This design comes from an exercise in tuning for small area, a short achievable clock period and few clock cycles per item on the open sky130 flow, not from production work. Function was checked by simulation only, so behaviour that the tests miss may differ from the original.

==> flow/design.v (outline; a module is shown in full before it is edited, if it fits) <==
// module pu24_alu: 3678 lines
module pu24_alu (
    input  wire        clk,
    input  wire        rst,
    input  wire        in_valid,
    output wire        in_ready,
    input  wire [1:0]  in_op,
    input  wire [31:0] in_a,
    input  wire [31:0] in_b,
    output reg         out_valid,
    output wire [31:0] out_word,
    output wire [3:0]  out_res,
    output reg         out_div0
);
  // ...
==> flow/run.sh <==
#!/bin/bash
# synth_recipe.tcl (not shown) runs the flow's synth.tcl, then flattens the netlist and writes it again
# the make line also repeats each setting of config.mk as NAME=value (left out here)
make -C /OpenROAD-flow-scripts/flow DESIGN_CONFIG=/design/flow/config.mk WORK_HOME=/design/flow/orfs CLKGATE_MAP_FILE= SYNTH_SCRIPT=/design/flow/synth_recipe.tcl finish
==> flow/config.mk <==
export PLATFORM = sky130hd
export DESIGN_NAME = pu24_alu
export DESIGN_NICKNAME = pu24_alu
export VERILOG_FILES = /design/flow/design.v
export SDC_FILE = /design/flow/constraint.sdc
export NUM_CORES = 4
export LEC_CHECK = 0
export CAP_MARGIN = 20
export CORE_MARGIN = 2
export CORE_UTILIZATION = 40
export SLEW_MARGIN = 20
==> flow/constraint.sdc <==
create_clock -name core_clock -period 20.0 [get_ports {clk}]
set_input_delay 4.0000 -clock core_clock [delete_from_list [all_inputs] [get_ports {clk}]]
set_output_delay 4.0000 -clock core_clock [all_outputs]
set_load 0.01 [all_outputs]
==> impl_results.rst, run 1 <==
.. list-table::
   :header-rows: 1

   * - Metric
     - Value
   * - Transition time at the pin with the least slew margin
     - 1.110 ns
   * - Met1 global-route usage
     - 0.4200
   * - Fraction of layout instances using a drive strength above 1
     - 0.05031
   * - CTS root buf
     - sky130_fd_sc_hd__clkbuf_16
   * - Final core occ
     - 0.4262
   * - Synth cell count leaders
     - 1283 x sky130_fd_sc_hd__nand2_1, 686 x sky130_fd_sc_hd__xnor2_1, 652 x sky130_fd_sc_hd__inv_1
   * - Number of enable flip-flop cells after synthesis
     - 91
   * - Register area share after synthesis
     - 0.1124
   * - Tap cell count
     - 1625
   * - Type of the worst setup path
     - register to output port
   * - Startpoint of the most critical setup path
     - v_q[25]
   * - Number of library cell types mapped by synthesis
     - 107
   * - Number of buffers added by the clock tree synthesis step
     - 24
   * - Top-area cell type share of the netlist area
     - 0.2310
   * - Buffers added on ports
     - 107
   * - Tcrit/Tclk final
     - 0.5689
   * - Overall die width
     - 353.5 um
   * - Post-CTS sizing
     - 0
   * - Endpoint of the most critical setup path
     - out_res[2]
   * - Clock transition at the registers of the reported paths
     - 0.07 ns
   * - Async set-or-reset flop fraction in the synthesized netlist
     - 0
   * - Critical Path Most Common Cell
     - sky130_fd_sc_hd__fa_1
   * - Number of DRC violations after detailed routing
     - 0
   * - Number of hold violations in the final report
     - 0
   * - Setup Skew
     - 0.02674 ns
   * - Synthesized net count
     - 7302
   * - Initial DRC count
     - 5430
   * - Number of clock sinks
     - 229
   * - Average routed wire per standard cell
     - 25.61 um
   * - Worst Hold Path Cells
     - 2
   * - GRT overflow
     - 0
   * - Synthesized-area fraction occupied by adder cells
     - 0.3045
   * - Run status
     - timing/DRC/antenna clean
   * - Wire length of the first global-routing pass
     - 290.6 mm
Testbench counts, summed over its fixed seeds: cycles 14,506, items 4,800.
==> run 2, diff against run 1 <==
--- a/flow/design.v
+++ b/flow/design.v
@@ -36,18 +36,47 @@
     reg        d_div0;
     assign in_ready = ~div_busy & ~out_valid;
     wire accept   = in_valid & in_ready;
     wire div_last = div_busy & (dcnt == 5'd0);
     wire is_maca_in = (in_op == OP_MACA);
     wire [31:0] a_mag = in_a[31] ? (~in_a + 32'd1) : in_a;
     wire [31:0] b_mag = in_b[31] ? (~in_b + 32'd1) : in_b;
     wire        ovf_in = ((a_mag >> SH) >= b_mag);
-    wire [56:0] dvd    = {a_mag, 25'd0};    
-    wire [31:0] rem_in = a_mag >> SH;
+    localparam MS = 3;           
+    wire [31:0] a_inv = in_a ^ {32{in_a[31]}};
+    wire [31:0] b_inv = in_b ^ {32{in_b[31]}};
+    reg  signed [6:0] ma, mb;
+    integer k;
+    always @* begin
+        ma = -7'sd1;
+        mb = 7'sd0;
+        for (k = 0; k < 32; k = k + 1) begin
+            if (a_inv[k]) ma = k;
+            if (b_inv[k]) mb = k;
+        end
+    end
+    wire signed [7:0] mdiff = mb - ma;        
+    wire [89:0] xw = {33'd0, a_mag, 25'd0};    
+    reg  [4:0]   skip;
+    reg  [30:0]  rem_in;
+    reg  [S-1:0] dq_in;
+    integer m;
+    always @* begin
+        skip   = 5'd0;
+        rem_in = xw >> S;
+        dq_in  = xw[S-1:0];
+        for (m = 1; m <= MS; m = m + 1)
+            if (mdiff > 26 - S + m * 3) begin
+                skip   = m;
+                rem_in = xw >> (S - m * 3);
+                dq_in  = xw << (m * 3);
+            end
+    end
+    wire        d_early = ovf_in | (in_a == 32'd0);
     wire bo0 = in_b[0] ^ 1'b0;
     wire bt0 = (in_b[1] ^ in_b[0]) & ~(in_b[0] ^ 1'b0);
     wire bn0 = in_b[1];
     wire pp0_0 = (bo0 & in_a[0]) ^ bn0;
     wire pp0_1 = ((bo0 & in_a[1]) | (bt0 & in_a[0])) ^ bn0;
     wire pp0_2 = ((bo0 & in_a[2]) | (bt0 & in_a[1])) ^ bn0;
     wire pp0_3 = ((bo0 & in_a[3]) | (bt0 & in_a[2])) ^ bn0;
     wire pp0_4 = ((bo0 & in_a[4]) | (bt0 & in_a[3])) ^ bn0;
@@ -3632,17 +3661,17 @@
         if (div_busy) begin
             if (div_last) begin
                 u_q <= div_u;
                 v_q <= div_v;
             end else begin
                 u_q[30+S:0] <= {dq_n, rem_n};
             end
         end else if (in_op == OP_DIV) begin
-            u_q[30+S:0] <= {dvd[S-1:0], rem_in[30:0]};
+            u_q[30+S:0] <= {dq_in, rem_in};
             v_q[31:0] <= ~b_mag;
         end else begin
             u_q <= tree_u;
             v_q <= tree_v;
         end
         if (rst) begin
             acc       <= KB;
             out_valid <= 1'b0;
@@ -3657,17 +3686,17 @@
                     div_busy  <= 1'b0;
                     out_valid <= 1'b1;
                     wr_acc    <= 1'b0;
                     out_div0  <= d_div0;
                 end
             end else if (accept) begin
                 if (in_op == OP_DIV) begin
                     div_busy <= 1'b1;
-                    dcnt     <= NC - 1;
+                    dcnt     <= d_early ? 5'd0 : (NC - 1 - skip);
                     d_ovf    <= ovf_in;
                     d_zero   <= (in_a == 32'd0);
                     d_neg    <= in_a[31] ^ in_b[31];
                     d_div0   <= (in_b == 32'd0);
                 end else begin
                     out_valid <= 1'b1;
                     wr_acc    <= (in_op != OP_MUL);
                     out_div0  <= 1'b0;
==> flow/flow/run.sh (new file) <==
#!/bin/bash
# Layout: the standard flow (standard.sh: standard synthesis, floorplan,
# placement, CTS, routing, finish) unchanged, except that the resizer's
# repair_timing is asked for a larger setup margin, so that it keeps sizing
# and buffering the critical paths well below the clock period. The SDC and
# every other setting are the standard flow's. make's output goes to flow_make.log here;
# ORFS keeps each step's log under orfs/logs/.
set -euo pipefail
MARGIN=$(cat flow/margin.txt)
bash standard.sh SETUP_SLACK_MARGIN="$MARGIN" finish > flow_make.log 2>&1
==> flow/flow/margin.txt (new file) <==
11
==> flow/standard.sh (new file) <==
#!/bin/bash
# synth_recipe.tcl (not shown) runs the flow's synth.tcl, then flattens the netlist and writes it again
# the make line also repeats each setting of config.mk as NAME=value (left out here)
make -C /OpenROAD-flow-scripts/flow DESIGN_CONFIG=/design/flow/config.mk WORK_HOME=/design/flow/orfs CLKGATE_MAP_FILE= SYNTH_SCRIPT=/design/flow/synth_recipe.tcl "${@:-finish}"
==> flow/config.mk (replaced) <==
export PLATFORM = sky130hd
export DESIGN_NAME = pu24_alu
export DESIGN_NICKNAME = pu24_alu
export VERILOG_FILES = /design/flow/design.v
export SDC_FILE = /design/flow/constraint.sdc
export NUM_CORES = 4
export LEC_CHECK = 0
export ABC_AREA = 1
export CAP_MARGIN = 20
export CORE_MARGIN = 2
export CORE_UTILIZATION = 40
export SLEW_MARGIN = 20
removed: flow/run.sh
==> impl_results.rst, run 2 <==
.. list-table::
   :header-rows: 1

   * - Metric
     - Value
   * - Run status
     - timing/DRC/antenna clean (unchanged)
   * - Buffers added on ports
     - 107 (unchanged)
   * - Data arrival time at the worst-slack endpoint
     - 5.88 ns (was 7.38 ns)
   * - Half-perimeter wire length of the detailed placement result
     - 144.8 mm (was 147.3 mm)
   * - Final max-slew violation count
     - 0 (unchanged)
   * - Startpoint kind of the worst setup timing path
     - register (unchanged)
   * - Predominant post-synthesis flop cell
     - sky130_fd_sc_hd__dfxtp_1 (unchanged)
   * - Most common cell in the netlist
     - sky130_fd_sc_hd__inv_1 (was sky130_fd_sc_hd__nand2_1)
   * - Depth of the most critical reg-to-reg path
     - 55 (was 36)
   * - Finished Cell Area
     - 0.05587 mm^2 (was 0.05181 mm^2)
   * - Average routed wire per standard cell
     - 26.28 um (was 25.61 um)
   * - Tcrit/Tclk final
     - 0.4941 (was 0.5689)
   * - Register-to-register setup slack
     - 11.50 ns (was 8.76 ns)
   * - Antenna violations before repair
     - 3 (was 14)
   * - Per-instance average area after synthesis
     - 7.670 um^2 (was 7.658 um^2)
   * - Number of cell rows
     - 126 (was 128)
   * - Count of yosys warnings during synthesis
     - 1 (unchanged)
   * - H-tree levels
     - 1 (unchanged)
   * - Via count
     - 46338 (was 45264)
   * - Layout net count
     - 7261 (was 7064)
   * - Boundary Pins
     - 108 (unchanged)
   * - Critical path capture point type
     - output port (unchanged)
   * - Time the final worst path needs with I/O delays and setup
     - 9.883 ns (was 11.38 ns)
   * - Full die area
     - 0.1209 mm^2 (was 0.1250 mm^2)
   * - Most common library cell in the layout ignoring fill and taps
     - sky130_fd_sc_hd__inv_1 (was sky130_fd_sc_hd__nand2_1)
   * - CTS root buf
     - sky130_fd_sc_hd__clkbuf_16 (unchanged)
   * - Fraction of layout instances using a drive strength above 1
     - 0.1443 (was 0.05031)
   * - Total routing resource utilization after global routing
     - 0.3262 (was 0.3100)
   * - Transition time at the pin with the least slew margin
     - 1.149 ns (was 1.110 ns)
   * - Number of global-route vias before repair
     - 43989 (was 42792)
   * - Synthesized net count
     - 7086 (was 7302)
   * - Final core occ
     - 0.4750 (was 0.4262)
   * - Clock latency at the later pin of the worst-skew pair
     - 0.61 ns (was 0.58 ns)
   * - Antenna diodes
     - 0 (was 7)
   * - Number of DRC violations after detailed routing
     - 0 (unchanged)
   * - Number of enable flip-flop cells after synthesis
     - 91 (unchanged)
   * - Antenna Nets Post-Route
     - 0 (unchanged)
   * - Syn Inst Count
     - 6159 (was 6382)
   * - Final total negative setup slack
     - 0 ns (unchanged)
   * - Number of hold violations in the final report
     - 0 (unchanged)
   * - Synth cell count leaders
     - 1042 x sky130_fd_sc_hd__inv_1, 836 x sky130_fd_sc_hd__nand2_1, 697 x sky130_fd_sc_hd__xor2_1 (was 1283 x sky130_fd_sc_hd__nand2_1, 686 x sky130_fd_sc_hd__xnor2_1, 652 x sky130_fd_sc_hd__inv_1)
   * - Placement Cell Area
     - 0.04970 mm^2 (was 0.05092 mm^2)
   * - Hold Startpoint
     - acc[7] (was acc[69])
   * - Area added between synthesis and finish
     - 18.26% (was 6.006%)
   * - Fillers
     - 11412 (was 12201)
   * - Initial core utilization
     - 0.4017 (was 0.4020)
   * - Area used by multi-input combinational logic
     - 0.03769 mm^2 (was 0.03902 mm^2)
   * - Hold EP
     - acc[7] (was acc[69])
   * - Worst Hold Path Cells
     - 2 (unchanged)
   * - Maximum operating frequency
     - 101.2 MHz (was 87.88 MHz)
   * - Clock transition at the registers of the reported paths
     - 0.06 ns (was 0.07 ns)
   * - Wire length of the first global-routing pass
     - 294.3 mm (was 290.6 mm)
   * - Overall die width
     - 347.7 um (was 353.5 um)
   * - Number of clock sinks
     - 229 (unchanged)
   * - End of the worst register-to-register path
     - u_q[18] (was u_q[8])
   * - GRT overflow
     - 0 (unchanged)
   * - Commonest cells after routing, fill and taps aside
     - 994 x sky130_fd_sc_hd__inv_1, 768 x sky130_fd_sc_hd__nand2_1, 686 x sky130_fd_sc_hd__xor2_1 (was 1281 x sky130_fd_sc_hd__nand2_1, 686 x sky130_fd_sc_hd__xnor2_1, 651 x sky130_fd_sc_hd__inv_1)
   * - Vias per std cell
     - 5.873 (was 5.808)
   * - Register area share after synthesis
     - 0.1163 (was 0.1124)
   * - Vertical die dimension
     - 347.7 um (was 353.5 um)
   * - Worst-path fanout max
     - 5 (was 13)
   * - Setup repair after global routing missed its margin
     - true (was false)
   * - Number of buffers added by the clock tree synthesis step
     - 27 (was 24)
   * - Number of library cell types mapped by synthesis
     - 67 (was 107)
   * - Leading post-synthesis cells by cell area
     - sky130_fd_sc_hd__fa_1 24%, sky130_fd_sc_hd__xor2_1 13%, sky130_fd_sc_hd__inv_1 8.3% (was sky130_fd_sc_hd__fa_1 23%, sky130_fd_sc_hd__xnor2_1 12%, sky130_fd_sc_hd__nand2_1 9.9%)
   * - Hold Path Class
     - register to register (unchanged)
   * - Core area
     - 0.1176 mm^2 (was 0.1216 mm^2)
   * - Number of detailed-routing iterations run before antenna repair
     - 8 (was 6)
   * - Library cell occupying the most area in the post-synthesis netlist
     - sky130_fd_sc_hd__fa_1 (unchanged)
   * - Synthesis-stage register bit count
     - 229 (unchanged)
   * - Setup Skew
     - 0.02484 ns (was 0.02674 ns)
   * - Finish-stage setup viols
     - 0 (unchanged)
   * - Worst flop-to-flop path startpoint
     - v_q[0] (was v_q[2])
   * - Critical Path RT
     - 16.00 ns (about the same)
   * - Flip-flop and latch area
     - 0.005539 mm^2 (was 0.005499 mm^2)
   * - Hold buffer count at CTS
     - 0 (unchanged)
   * - Initial DRC count
     - 5968 (was 5430)
   * - TritonCTS clock tree
     - yes (unchanged)
   * - Maximum number of pins on one net before global-route repair
     - 81 (was 86)
   * - Largest registers ranked by flip-flop count
     - acc x72, u_q x72, v_q x72 (unchanged)
   * - Longest Clk Path Bufs
     - 3 (unchanged)
   * - Top-area cell type share of the netlist area
     - 0.2394 (was 0.2310)
   * - Max-cap check violation count
     - 0 (unchanged)
   * - Final Wtd Congestion
     - 1.017 (was 1.035)
   * - Final Routed Wirelength
     - 207.3 mm (was 199.6 mm)
   * - Type of the worst setup path
     - register to output port (unchanged)
   * - Headroom to the max-slew limit
     - 0.2311 (was 0.2532)
   * - Async set-or-reset flop fraction in the synthesized netlist
     - 0 (unchanged)
   * - Syn Std Cell Area
     - 0.04724 mm^2 (was 0.04887 mm^2)
[run 2: changes by cell type after synthesis, sizes merged, moves of 33 or more]
| cell | change |
|---|---|
| nand2 | -447 |
| xor2 | +631 |
| nor2b | -46 |
| or3 | -38 |
| nand2b | -33 |
| nor2 | +73 |
| o22ai | +488 |
| a21o | -67 |
| o21ai | -312 |
| clkbuf | -100 |
| nand3 | +57 |
| mux2i | -37 |
| inv | +416 |
| xnor2 | -603 |
[run 2: cell type report]
| class | count | share of cell area |
|---|---|---|
| multi-input combinational | 4461 | 0.6746 |
| sequential | 229 | 0.09915 |
| timing repair buffer | 514 | 0.09915 |
| inverter | 1095 | 0.07608 |
| tap | 1536 | 0.03440 |
| clock buffer | 35 | 0.01281 |
| clock inverter | 14 | 0.002396 |
| timing repair inverter | 6 | 0.001366 |
[run 2: logic make-up after synthesis]
logic type	count (synthesis)	synth area share
AO/OA/AOI/OAI	1312	0.1675
XOR/XNOR	784	0.1460
adder cells (fa/ha/maj)	858	0.3170
buffers and inverters	1473	0.1190
flip-flops	229	0.1163
multiplexers	2	0.0004238
AND/OR/NAND/NOR	1501	0.1337
[run 2: per-layer routing]
metal | GRT usage | vias to the layer above | wire [um]
li1 | - | 20303 | -
met5 | 0 | - | 27
met2 | 0.4862 | 3047 | 87380
met1 | 0.4329 | 22286 | 79680
met4 | 0.1641 | 4 | 13500
met3 | 0.08923 | 698 | 26740
[run 2: what timing repair did]
action | 4_1_cts | 5_1_grt
resized for setup | 496 | 341
pin swaps | 68 | 108
buffers inserted | 121 | 138
gates cloned | 19 | 15
endpoints found under the setup margin | 141 | 121
[run 2: worst max path at each step]
stage,from,endpoint,slack [ns]
after floorplan,in_b[9],v_q[31],10.99
after global placement,in_b[1],u_q[27],9.02
after detailed placement,in_b[1],u_q[27],8.96
after CTS,u_q[28],out_res[0],10.14
after global routing,u_q[30],out_res[1],9.99
final,u_q[29],out_res[1],10.12
[run 2: through the flow]
step	cells	hold WS, ns	setup WS [ns]
after detailed placement	7548	0.4534	8.963
after global placement	7548	0.4454	9.018
after CTS	7737	0.4686	10.14
final	7890	0.4684	10.12
after global routing	7890	0.4869	9.993
after floorplan	6159	0.4328	10.99
[run 2: critical path, stage by stage (launching register included)]
cell and delay [ns]:
sky130_fd_sc_hd__dfxtp_4 0.35, sky130_fd_sc_hd__fa_2 0.66, sky130_fd_sc_hd__inv_2 0.06, sky130_fd_sc_hd__fa_2 0.38
sky130_fd_sc_hd__fa_1 0.51, sky130_fd_sc_hd__inv_1 0.06, sky130_fd_sc_hd__fa_2 0.33, sky130_fd_sc_hd__fa_2 0.53
sky130_fd_sc_hd__inv_1 0.06, sky130_fd_sc_hd__fa_2 0.34, sky130_fd_sc_hd__inv_2 0.08, sky130_fd_sc_hd__ha_4 0.14
sky130_fd_sc_hd__inv_2 0.03, sky130_fd_sc_hd__fa_2 0.61, sky130_fd_sc_hd__inv_4 0.07, sky130_fd_sc_hd__ha_4 0.26
sky130_fd_sc_hd__o21ai_2 0.13, sky130_fd_sc_hd__inv_1 0.06, sky130_fd_sc_hd__o211ai_1 0.17, sky130_fd_sc_hd__nand3_1 0.10
sky130_fd_sc_hd__nand2_1 0.08, sky130_fd_sc_hd__inv_1 0.04, sky130_fd_sc_hd__nand2_1 0.05, sky130_fd_sc_hd__nand2_1 0.05
sky130_fd_sc_hd__buf_2 0.13
Testbench counts of run 2, summed over its fixed seeds: cycles 13,074, items 4,800.

==> what the ideal ports hide <==
How much do the figures lean on ideal ports? The routed layouts below were timed once more, with nothing changed but the port constraints. Step 1 (the two cells are an assumption about what drives the block):
set clk [get_ports {clk}]
set_driving_cell -lib_cell sky130_fd_sc_hd__clkbuf_16 $clk
set_driving_cell -lib_cell sky130_fd_sc_hd__buf_2 [delete_from_list [all_inputs] $clk]
Step 2 also shifts input and output timing later by t, the mid clock arrival at the registers, as if the neighbouring blocks saw the same clock. Three values: ideal, step 1, step 2; two values: the first two.
run	shift t [ns]	setup slack, ns	worst setup path after step 2	latest minus earliest clock arrival (ns)
run 1	0.619	8.621 / 8.566 / 8.759	register to register	0.028 / 0.028
run 2	0.655	10.117 / 10.057 / 10.419	input to register	0.025 / 0.025
After both steps setup and hold are still met in every run listed.
